From an optimization exercise on the open Yosys and OpenROAD flow, aimed at small area; shortcuts taken in it are not production practice. RTL that was checked went through simulation tests only; none was proved equivalent to the original. Power figures rest on the tool's default switching activity, not on a simulated workload.

violet:
Design fil_nchan, start of the top module:
module fil_nchan (
    input             clk,
    input             rst,           
    input      [8:0]  cfg_d,         
    input      [3:0]  cfg_shift1,    
    input      [6:0]  cfg_taps,      
    input      [3:0]  cfg_dfir,      
    input      [4:0]  cfg_shift2,    
    input      [1:0]  cfg_msel,      
    input             coef_we,
    input      [5:0]  coef_addr,
    input      [23:0] coef_wdata,
    input             bs_valid,
    input             bs_bit,
    output reg        out_valid,
    output reg [23:0] out_data,
    output reg        out_sat1,
    output reg        out_sat2
);
Settings: LEC_CHECK=0, ABC_AREA=1, CAP_MARGIN=20, CORE_MARGIN=2, CORE_UTILIZATION=50, GPL_ROUTABILITY_DRIVEN=1, SLEW_MARGIN=20; clock period 15.0 ns.
run.sh (not shown) runs the stock make flow with config.mk's settings and CLKGATE_MAP_FILE= SYNTH_SCRIPT=/design/flow/synth_recipe.tcl, a recipe that flattens the netlist after the stock synthesis.
Setup changes, violet to lagoon
--- a/flow/design.v
+++ b/flow/design.v
@@ -219,20 +219,19 @@
     reg  [2:0]  hinit;               
     reg  [23:0] vr;                  
     reg         vpend;               
     reg         mpass;
     reg  [2:0]  rw;                  
     reg  [2:0]  cnt;                 
     reg  [2:0]  a1, a2;              
     wire [2:0]  mm1  = {cfg_msel, 1'b0};         
     wire        inw  = (hp <= mm1);              
-    wire signed [23:0] vs = vr, hs = he[23:0];
-    wire        vlt  = vs < hs;
+    wire        vlt  = $signed(vr) < $signed(he[23:0]);
     wire [2:0]  rnew = he[26:24] - {2'd0, he[26:24] > rw} + {2'd0, vlt};
     reg  [26:0] hin;
     always @(*) begin
         if (hinit != 0)
             hin = {mm1 - hp, 24'd0};
         else if (mpass && hp == 3'd0)
             hin = {cnt, vr};
         else if (mpass)
             hin = {inw ? rnew : he[26:24], he[23:0]};
Results
From violet to lagoon, design area did not move at all. As far as final standard cell count with taps included and fillers excluded goes, violet and lagoon are indistinguishable; the numbers are identical. Internal cell power came out exactly the same in lagoon and violet. Diff violet..lagoon | synthesized net count | negligible. Re die area: no difference whatsoever between lagoon and violet. The worst path setup slack after routing of violet and that of lagoon are within noise of each other.
For lagoon, only the layout was checked, not whether the RTL still works.

--- another note on this design; it stands on its own ---

// fil_nchan
module fil_nchan (
    input             clk,
    input             rst,           
    input      [8:0]  cfg_d,         
    input      [3:0]  cfg_shift1,    
    input      [6:0]  cfg_taps,      
    input      [3:0]  cfg_dfir,      
    input      [4:0]  cfg_shift2,    
    input      [1:0]  cfg_msel,      
    input             coef_we,
    input      [5:0]  coef_addr,
    input      [23:0] coef_wdata,
    input             bs_valid,
    input             bs_bit,
    output reg        out_valid,
    output reg [23:0] out_data,
    output reg        out_sat1,
    output reg        out_sat2
);
Settings: LEC_CHECK=0, CAP_MARGIN=20, CORE_MARGIN=2, CORE_UTILIZATION=50, CTS_BUF_LIST=sky130_fd_sc_hd__clkbuf_16, CTS_CLUSTER_DIAMETER=60, CTS_CLUSTER_SIZE=30, GPL_ROUTABILITY_DRIVEN=1, GPL_TIMING_DRIVEN=0, SLEW_MARGIN=20; clock period 15.0 ns.
run.sh (not shown) runs the stock make flow with config.mk's settings and CLKGATE_MAP_FILE= SYNTH_SCRIPT=/design/flow/synth_recipe.tcl, a recipe that flattens the netlist after the stock synthesis.
The first run finished with timing, DRC and antenna clean.
Edit:
CTS_CLUSTER_SIZE = 25   (was 30)
GPL_TIMING_DRIVEN = default   (was 0)
Effect: Design area came out lower by 0.57%. Wire length came out lower by 8.6%. Total power hardly moves. Worst setup slack improved by 0.85 ns. Hold slack got worse by 0.014 ns.
Function was not checked in any run of this note: the RTL went through the layout flow alone.

---

== the reference run ==
fil_nchan, a different RTL version from the one above (not shown whole).
Size in the first run: about 93 I/O pins, ~120,000 um2 of cells after synthesis.
// fil_nchan
module fil_nchan (
    input             clk,
    input             rst,           
    input      [8:0]  cfg_d,         
    input      [3:0]  cfg_shift1,    
    input      [6:0]  cfg_taps,      
    input      [3:0]  cfg_dfir,      
    input      [4:0]  cfg_shift2,    
    input      [1:0]  cfg_msel,      
    input             coef_we,
    input      [5:0]  coef_addr,
    input      [23:0] coef_wdata,
    input             bs_valid,
    input             bs_bit,
    output reg        out_valid,
    output     [23:0] out_data,
    output reg        out_sat1,
    output reg        out_sat2
);
export LEC_CHECK = 0
export CAP_MARGIN = 20
export CORE_MARGIN = 2
export CORE_UTILIZATION = 50
export CTS_BUF_LIST = sky130_fd_sc_hd__clkbuf_16
export CTS_CLUSTER_DIAMETER = 60
export CTS_CLUSTER_SIZE = 25
export GPL_ROUTABILITY_DRIVEN = 1
export SLEW_MARGIN = 20
create_clock -name core_clock -period 15.0 [get_ports {clk}]
The following lists how the trial run was set up differently from the reference run:
- CAP_MARGIN now 10, was 20
- CORE_UTILIZATION now 75, was 50
- SLEW_MARGIN now 10, was 20
### Flow results
- The final layout from the trial run, which completed every stage, passed the timing, DRC and antenna checks at the end of the flow.
- Re register share of total power: the reference run was lower than the trial run.
- Layout buffer count excluding clock buffers in the trial run vs the reference run: down 27
- On the trial run: clock network fraction of design power is 1.5 points lower than what the reference run gave.
- The lower number of diodes of the trial run and the reference run is in the trial run.
- Row final critical path time including I/O delays and setup: the trial run higher / the reference run lower
- Delta (the trial run minus the reference run): portion of the clock cycle consumed by the worst path in the final layout neither gained nor lost much; share of cells above drive strength 1 lower; maximum number of pins on one net before global-route repair went down about 6.5%; maximum frequency level; final design instance area without fill now smaller.

==> separate check: timing with driven ports <==
No port has a modelled driver above. Below, the same layouts with a new extraction and two added sets of constraints.
Step 1 sets driving cells, clkbuf_16 on the clock port and buf_2 on the other inputs (assumed; they add their load-dependent delay and slew).
Step 2 also shifts input and output timing later by t, the mid clock arrival at the registers, as if the neighbouring blocks saw the same clock.
Three values: no drivers, after step 1, after step 2; two values: the first two.
run | t (ns) | slack for setup (ns) | worst setup path at the end | worst register clock-pin slew, ns
violet | 1.016 | 0.388 / 0.388 / 0.388 | register to register | 0.08 / 0.08
lagoon | 1.016 | 0.388 / 0.388 / 0.388 | register to register | 0.08 / 0.08
the first run of note 2 | 0.925 | 0.463 / 0.463 / 0.463 | register to register | 0.11 / 0.11
the second run of note 2 | 0.945 | 1.313 / 1.313 / 1.313 | register to register | 0.10 / 0.10
the reference run | 0.940 | 0.721 / 0.721 / 0.721 | register to register | 0.10 / 0.10
the trial run | 0.946 | 0.717 / 0.717 / 0.717 | register to register | 0.10 / 0.10
After both steps every run listed still meets setup and hold.
